From an optimization exercise on the open Yosys and OpenROAD flow, aimed at small area; shortcuts taken in it are not production practice.
At most, simulation tests tie the RTL to the original design; equivalence was not proved.
Power is estimated from default activity; no workload was simulated.

==> flow/design.v (excerpt) <==
module vdx_istore_ecc (
    input  wire          clk,
    input  wire          rst,
    input  wire          wr_valid,
    input  wire [79:0]   wr_data,
    output reg           enc_valid,
    output reg  [7:0]    enc_chk,
    input  wire [3:0]    rd_valid,
    input  wire [351:0]  rd_word,
    output reg  [3:0]    chk_valid,
    output wire [7:0]    chk_status,
    output wire [319:0]  chk_data,
    output wire [3:0]    wb_valid,
    output wire [31:0]   wb_chk,
    input  wire          cnt_clr,
    output reg  [15:0]   ce_cnt
);
For scale: about 2600 cells after synthesis, about 830 I/O pins, roughly 28000 um2 of cells after synthesis.
Settings: LEC_CHECK=0, CAP_MARGIN=0, CORE_AREA=2 2.72 498 109.52, DIE_AREA=0 0 500 112, GPL_TIMING_DRIVEN=0, SLEW_MARGIN=0, SYNTH_HIERARCHICAL=1, SYNTH_MINIMUM_KEEP_SIZE=0; clock period 8.0 ns.
standard.sh (not shown) runs the stock make flow with config.mk's settings and CLKGATE_MAP_FILE= SYNTH_SCRIPT=/design/flow/synth_recipe.tcl, a recipe that flattens the netlist after the stock synthesis.
==> flow/flow/run.sh <==
#!/bin/bash
# The standard layout (the standard.sh, standard synthesis unchanged),
# with these changes:
#  - the port buffers that buffer_ports inserts on every input and output
#    are buf_1 instead of the default cell;
#  - global placement is not timing driven, and the synthesis buffers are
#    removed before it as the timing-driven flow does;
#  - clock tree synthesis uses larger sink clusters of clkbuf_8 and no
#    dummy loads.
set -euo pipefail
CTS="-sink_clustering_enable -repair_clock_nets -dont_use_dummy_load"
CTS="$CTS -buf_list {${CTS_BUFS:-sky130_fd_sc_hd__clkbuf_8}}"
CTS="$CTS -sink_clustering_size ${CTS_SIZE:-15} -sink_clustering_max_diameter ${CTS_DIAM:-50}"
here=$(cd "$(dirname "$0")" && pwd)
bash standard.sh \
  "PRE_GLOBAL_PLACE_TCL=$here/pre_gpl.tcl" \
  "BUFFER_PORTS_ARGS=-buffer_cell sky130_fd_sc_hd__buf_1" \
  "CTS_ARGS=$CTS" \
  finish > standard.log 2>&1
==> flow/flow/pre_gpl.tcl <==
# Sourced before global placement (PRE_GLOBAL_PLACE_TCL). Placement here is
# not timing driven (GPL_TIMING_DRIVEN 0), and the flow removes the
# synthesis buffers only for timing-driven placement, so remove them here.
remove_buffers
Next try:
--- a/flow/flow/run.sh
+++ b/flow/flow/run.sh
@@ -6,2 +5,0 @@
-#  - global placement is not timing driven, and the synthesis buffers are
-#    removed before it as the timing-driven flow does;
@@ -14 +11,0 @@
-here=$(cd "$(dirname "$0")" && pwd)
@@ -16 +12,0 @@
-  "PRE_GLOBAL_PLACE_TCL=$here/pre_gpl.tcl" \
- GPL_TIMING_DRIVEN: 0 -> default
removed: flow/flow/pre_gpl.tcl
=>
- design area is about the same
- clock power stays flat
- clock-buffer cell count stays the same
- wire length rose slightly
- worst setup slack is better by 98 ps
- die area does not change
- sequential power is about the same
- register-to-register slack is better by 160 ps
Next try:
--- a/flow/flow/run.sh
+++ b/flow/flow/run.sh
@@ -6 +6 @@
-#  - clock tree synthesis uses larger sink clusters of clkbuf_8 and no
+#  - clock tree synthesis uses larger sink clusters of clkbuf_16 and no
@@ -10,2 +10,2 @@
-CTS="$CTS -buf_list {${CTS_BUFS:-sky130_fd_sc_hd__clkbuf_8}}"
-CTS="$CTS -sink_clustering_size ${CTS_SIZE:-15} -sink_clustering_max_diameter ${CTS_DIAM:-50}"
+CTS="$CTS -buf_list {${CTS_BUFS:-sky130_fd_sc_hd__clkbuf_16}}"
+CTS="$CTS -sink_clustering_size ${CTS_SIZE:-28} -sink_clustering_max_diameter ${CTS_DIAM:-70}"
Core utilization hardly moves.
Routed wire length goes down slightly.
Die area does not change.
Critical path depth does not change.
Via count goes down slightly.
Register-to-register slack gets worse by 20 ps.
Next try:
--- a/flow/flow/run.sh
+++ b/flow/flow/run.sh
@@ -6 +6,3 @@
-#  - clock tree synthesis uses larger sink clusters of clkbuf_16 and no
+#  - global placement is not timing driven, and the synthesis buffers are
+#    removed before it as the timing-driven flow does;
+#  - clock tree synthesis uses larger sink clusters of clkbuf_8 and no
@@ -10,2 +12,3 @@
-CTS="$CTS -buf_list {${CTS_BUFS:-sky130_fd_sc_hd__clkbuf_16}}"
-CTS="$CTS -sink_clustering_size ${CTS_SIZE:-28} -sink_clustering_max_diameter ${CTS_DIAM:-70}"
+CTS="$CTS -buf_list {${CTS_BUFS:-sky130_fd_sc_hd__clkbuf_8}}"
+CTS="$CTS -sink_clustering_size ${CTS_SIZE:-15} -sink_clustering_max_diameter ${CTS_DIAM:-50}"
+here=$(cd "$(dirname "$0")" && pwd)
@@ -12,0 +16 @@
+  "PRE_GLOBAL_PLACE_TCL=$here/pre_gpl.tcl" \
==> flow/flow/pre_gpl.tcl (new file) <==
# Sourced before global placement (PRE_GLOBAL_PLACE_TCL). Placement here is
# not timing driven (GPL_TIMING_DRIVEN 0), and the flow removes the
# synthesis buffers only for timing-driven placement, so remove them here.
remove_buffers
- GPL_TIMING_DRIVEN: default -> 0
- PLACE_DENSITY: default -> 0.8
After rerunning:
- sequential share of layout area is about the same
- maximum frequency came out lower by a few percent
- power goes down slightly
- worst setup slack loses 140 ps
- global-route usage went up by 0.22 points
- non-clock buffer count falls by 8
- synthesized cell count is unchanged
- cell area is about the same
- area after synthesis is unchanged
- sequential power is about the same
- die area is unchanged
Next try:
--- a/flow/flow/run.sh
+++ b/flow/flow/run.sh
@@ -6,2 +5,0 @@
-#  - global placement is not timing driven, and the synthesis buffers are
-#    removed before it as the timing-driven flow does;
@@ -14 +11,0 @@
-here=$(cd "$(dirname "$0")" && pwd)
@@ -16 +12,0 @@
-  "PRE_GLOBAL_PLACE_TCL=$here/pre_gpl.tcl" \
- GPL_TIMING_DRIVEN: 0 -> default
removed: flow/flow/pre_gpl.tcl
What happened: Cell area barely changes; non-clock buffer count rose by 8; worst hold slack loses 49 ps; utilization hardly moves; sequential share of layout area stays flat; total power barely changes; via count rose slightly.

---

Setup of JK:
Another version of the RTL of vdx_istore_ecc (not shown whole).
Size in the first run: about 2,500 cells after synthesis, roughly 750 flip-flops, roughly 28,000 sq um of cells after synthesis.
export LEC_CHECK = 0
export CAP_MARGIN = 0
export CORE_AREA = 2 2.72 498 109.52
export DIE_AREA = 0 0 500 112
export SLEW_MARGIN = 0
export SYNTH_HIERARCHICAL = 1
export SYNTH_MINIMUM_KEEP_SIZE = 0
create_clock -name core_clock -period 8.0 [get_ports {clk}]
==> flow/flow/run.sh <==
#!/bin/bash
# The standard layout (the standard.sh, standard synthesis unchanged),
# with two changes:
#  - the port buffers that buffer_ports inserts on every input and output
#    are buf_1 instead of the default cell;
#  - after floorplan, cells that synthesis upsized go back to drive 1;
#  - clock tree synthesis uses larger sink clusters of clkbuf_8 and no
#    dummy loads.
set -euo pipefail
CTS="-sink_clustering_enable -repair_clock_nets -dont_use_dummy_load"
CTS="$CTS -buf_list {${CTS_BUFS:-sky130_fd_sc_hd__clkbuf_8}}"
CTS="$CTS -sink_clustering_size ${CTS_SIZE:-15} -sink_clustering_max_diameter ${CTS_DIAM:-50}"
here=$(cd "$(dirname "$0")" && pwd)
bash standard.sh \
  "POST_FLOORPLAN_TCL=$here/downsize.tcl" \
  "BUFFER_PORTS_ARGS=-buffer_cell sky130_fd_sc_hd__buf_1" \
  "CTS_ARGS=$CTS" \
  finish > standard.log 2>&1
==> flow/flow/downsize.tcl <==
# Sourced after floorplan (POST_FLOORPLAN_TCL): set every combinational cell
# that synthesis upsized back to its drive-1 variant. The placement and
# later repair steps fix any slew or capacitance this leaves.
set n 0
foreach inst [get_cells *] {
  set ref [get_property $inst ref_name]
  if {[regexp {^(sky130_fd_sc_hd__(?:a|o|nand|nor|and|or|xor|xnor|inv|mux)[0-9a-z_]*?)_([2-9]|1[0-9])$} $ref -> base d]} {
    if {[string match "*df*" $ref] || [string match "*clk*" $ref]} { continue }
    set target ${base}_1
    set lc [get_lib_cells -quiet */$target]
    if {$lc != ""} {
      replace_cell $inst [lindex $lc 0]
      incr n
    }
  }
}
puts "downsize.tcl: $n cells set to drive 1"
Looking at the reports, JK completed the entire flow and the layout it produced met the timing, design-rule and antenna checks.
Relative to JK, the following input files were edited for MS:
- changing CAP_MARGIN from 0 to 20
- changing SLEW_MARGIN from 0 to 20
--- a/flow/flow/run.sh
+++ b/flow/flow/run.sh
@@ -4,5 +4,4 @@
 #  - the port buffers that buffer_ports inserts on every input and output
 #    are buf_1 instead of the default cell;
-#  - after floorplan, cells that synthesis upsized go back to drive 1;
 #  - clock tree synthesis uses larger sink clusters of clkbuf_8 and no
 #    dummy loads.
@@ -11,7 +10,5 @@
 CTS="$CTS -buf_list {${CTS_BUFS:-sky130_fd_sc_hd__clkbuf_8}}"
 CTS="$CTS -sink_clustering_size ${CTS_SIZE:-15} -sink_clustering_max_diameter ${CTS_DIAM:-50}"
-here=$(cd "$(dirname "$0")" && pwd)
 bash standard.sh \
-  "POST_FLOORPLAN_TCL=$here/downsize.tcl" \
   "BUFFER_PORTS_ARGS=-buffer_cell sky130_fd_sc_hd__buf_1" \
   "CTS_ARGS=$CTS" \
removed: flow/flow/downsize.tcl
### Flow results
Between MS and JK, the wire length figures differ only marginally. JK -> MS: amount of wire on met2 after detailed routing flat. MS gives less slew at the pin closest to its max-slew limit than JK did. Share of final-layout standard cells stronger than drive strength 1: MS vs JK — no meaningful difference. On flip-flop and latch count, JK tracks MS almost exactly.
Function was not checked in any run of this note: the RTL went through the layout flow alone.

---

Setup of run 1:
vdx_istore_ecc, a different RTL version from the one above (not shown whole).
For scale: ~2600 cells after synthesis, roughly 750 flip-flops, ~29000 um2 of cells after synthesis.
Design vdx_istore_ecc, start of the top module:
module vdx_istore_ecc (
    input  wire          clk,
    input  wire          rst,
    input  wire          wr_valid,
    input  wire [79:0]   wr_data,
    output reg           enc_valid,
    output reg  [7:0]    enc_chk,
    input  wire [3:0]    rd_valid,
    input  wire [351:0]  rd_word,
    output reg  [3:0]    chk_valid,
    output reg  [7:0]    chk_status,
    output reg  [319:0]  chk_data,
    output wire [3:0]    wb_valid,
    output reg  [31:0]   wb_chk,
    input  wire          cnt_clr,
    output reg  [15:0]   ce_cnt
);
    wire [7:0] wr_chk;
    vdx_enc u_enc (.d(wr_data), .c(wr_chk));
    always @(posedge clk) begin
        enc_valid <= wr_valid & ~rst;
        enc_chk   <= wr_chk;
    end
    reg [3:0]   s1_valid;
    reg [351:0] s1_word;
    always @(posedge clk) begin
        s1_valid <= rd_valid & {4{~rst}};
        s1_word  <= rd_word;
    end
    genvar g, k;
    generate
        for (g = 0; g < 4; g = g + 1) begin : g_lane
            wire [87:0] w = s1_word[g*88 +: 88];
            wire [6:0]  s;
            wire        p;
            vdx_syn u_syn (.w(w), .s(s), .p(p));
            wire nz   = |s;
            wire big  = s[6] & (s[5] | (s[4] & s[3]));    
            wire [1:0] status = {(p ^ nz) | (p & big), nz};
            wire [7:0]  lo;
            wire [10:0] hi;
            wire [87:0] hit;
            for (k = 0; k < 8; k = k + 1) begin : g_lo
                assign lo[k] = (s[2:0] == k);
            end
            for (k = 0; k < 11; k = k + 1) begin : g_hi
                assign hi[k] = p & (s[6:3] == k);
            end
            for (k = 0; k < 88; k = k + 1) begin : g_hit
                assign hit[k] = hi[k / 8] & lo[k % 8];
            end
            wire [79:0] data;
            wire [7:0]  chk;
            assign data[0] = w[0] ^ hit[3];
            assign data[1] = w[1] ^ hit[5];
            assign data[2] = w[2] ^ hit[6];
            assign data[3] = w[3] ^ hit[7];
  ...
clock: 8.0 ns
lec_check: 0
cap_margin: 20
core_margin: 2
core_utilization: 60
slew_margin: 20
==> flow/flow/run.sh <==
#!/bin/bash
# The standard layout (the standard.sh, standard synthesis unchanged),
# with two changes:
#  - the port buffers that buffer_ports inserts on every input and output
#    are buf_1 instead of the default cell;
#  - clock tree synthesis uses larger sink clusters of clkbuf_8 and no
#    dummy loads.
set -euo pipefail
CTS="-sink_clustering_enable -repair_clock_nets -dont_use_dummy_load"
CTS="$CTS -buf_list {${CTS_BUFS:-sky130_fd_sc_hd__clkbuf_8}}"
CTS="$CTS -sink_clustering_size ${CTS_SIZE:-15} -sink_clustering_max_diameter ${CTS_DIAM:-50}"
bash standard.sh \
  "BUFFER_PORTS_ARGS=-buffer_cell sky130_fd_sc_hd__buf_1" \
  "CTS_ARGS=$CTS" \
  finish > standard.log 2>&1
Stage in which a tool error killed run 1: I/O pin placement.
Input-level comparison between run 2 and run 1:
Settings: changing CORE_UTILIZATION from 60 to 65.
-- flow/flow/run.sh --
<<< run 1, line 9
CTS="-sink_clustering_enable -repair_clock_nets -dont_use_dummy_load"
CTS="$CTS -buf_list {${CTS_BUFS:-sky130_fd_sc_hd__clkbuf_8}}"
CTS="$CTS -sink_clustering_size ${CTS_SIZE:-15} -sink_clustering_max_diameter ${CTS_DIAM:-50}"
bash standard.sh \
>>> run 2, line 9
CTS="-sink_clustering_enable -repair_clock_nets -dont_use_dummy_load"
CTS="$CTS -buf_list {${CTS_BUFS:-sky130_fd_sc_hd__clkbuf_4 sky130_fd_sc_hd__clkbuf_8}}"
CTS="$CTS -sink_clustering_size ${CTS_SIZE:-12} -sink_clustering_max_diameter ${CTS_DIAM:-45}"
bash standard.sh \
==> comparison <==
Run 2 failed in I/O pin placement with PPL-0024.
~same arithmetic-cell share of the synthesized area counting full adders, half adders and majority gates in run 2 and run 1
Comparing run 1 against run 2, there is no change at all in number of standard cells after synthesis.
From run 2 to run 1, post-synthesis average cell area did not move at all.
Sequential element share of the synthesized area came out exactly the same in run 2 and run 1.
Mux cell area share after synthesis: run 1 vs run 2 identical
Going from run 1 to run 2, die span in y fell by 3.9%; netlist area before placement stayed essentially flat; number of synthesized flops with an enable pin stayed essentially flat; width of the die fell by about 4%; initial standard-cell utilization of the core rose by 4.9 points.
Compared with run 1, number of rows created at floorplan in run 2 decreased by a few percent.
### run 2 -> run 3
Settings: swapping 65 for 35 in CORE_UTILIZATION.
==> flow/run.sh (new file) <==
#!/bin/bash
# synth_recipe.tcl (not shown) runs the flow's synth.tcl, then flattens the netlist and writes it again
# the make line also repeats each setting of config.mk as NAME=value (left out here)
make -C /OpenROAD-flow-scripts/flow DESIGN_CONFIG=/design/flow/config.mk WORK_HOME=/design/flow/orfs CLKGATE_MAP_FILE= SYNTH_SCRIPT=/design/flow/synth_recipe.tcl finish
removed: flow/flow/run.sh
removed: flow/standard.sh
Findings:
Run 3 has completed all stages; timing, DRC and antenna checks passed. Diff run 2..run 3 | synthesized netlist cell count | unchanged. Number of enable flip-flop cells after synthesis came out exactly the same in run 2 and run 3. Die height on run 3 is up relative to run 2. Synthesized-area fraction occupied by ao, oa, aoi and oai cells: run 2 vs run 3 identical. Of run 2 and run 3, run 3 shows the higher placement row count, with run 2 below it. From run 2 to run 3, fraction of registers with async set or reset after synthesis did not move at all. From run 2 to run 3, xor-xnor portion of the synthesized cell area did not move at all.
Input changes introduced in run 4 (baseline for comparison: run 3):
Settings: an added CTS_BUF_LIST of sky130_fd_sc_hd__clkbuf_2 sky130_fd_sc_hd__clkbuf_4; a change of CORE_UTILIZATION from 35 to 55.
==> comparison <==
- Every stage of the flow completed for run 4, and the final layout passed the timing, design-rule and antenna checks.
- Re diode insertion count for antenna repair: run 3 was lower than run 4.
- Measured against each other, run 3 and run 4 differ in met3 track demand over resource in global routing, the higher figure coming from run 4.
- On power, run 4 does better than run 3.
- In run 4, the part of the total power dissipated in the clock network came out 4.3 points below the value in run 3.
- Going from run 3 to run 4, die area saw a decrease, H-tree depth saw an increase, core utilization saw an increase.
- Largest net degree at the start of global routing for run 4: 3.0% up relative to run 3
- Cmp run 3 and run 4 / initial antenna violation count / higher: run 4
No run of this note included a check of the RTL's function; only the layout flow was run.

-- separate check: timing with driven ports --
The flow's constraints put no driver on any port. The routed layouts listed below were extracted and timed again, unchanged, in two steps. Step 1 sets driving cells, clkbuf_16 on the clock port and buf_2 on the other inputs (assumed; they add their load-dependent delay and slew). Step 2 moves the port delays by t, midway between the first and last clock arrival at a register: inputs arrive t later, outputs are due t later. That takes back most of the time a late clock gives input paths. Slacks: ideal / step 1 / step 2; pairs: ideal / step 1.
run | t (ns) | setup slack, ns | slew at the worst register clock pin (ns)
the first run of note 1 | 0.730 | 1.120 / 1.051 / 1.445 | 0.11 / 0.11
the second run of note 1 | 0.732 | 1.219 / 1.147 / 1.611 | 0.11 / 0.11
the third run of note 1 | 0.706 | 1.307 / 1.227 / 1.592 | 0.12 / 0.12
the fourth run of note 1 | 0.672 | 1.162 / 1.109 / 1.649 | 0.12 / 0.12
the fifth run of note 1 | 0.669 | 1.346 / 1.294 / 1.674 | 0.11 / 0.11
JK | 0.717 | 2.551 / 2.551 / 2.551 | 0.11 / 0.11
MS | 0.743 | 2.543 / 2.543 / 2.543 | 0.11 / 0.11
run 3 | 0.686 | 4.151 / 4.196 / 3.510 | 0.06 / 0.06
run 4 | 1.091 | 3.854 / 3.795 / 3.356 | 0.08 / 0.08
After both steps setup and hold are still met in every run listed. For run 3, which loses most, drivers alone change the setup slack by +0.045 ns; drivers and shift together by -0.641 ns.
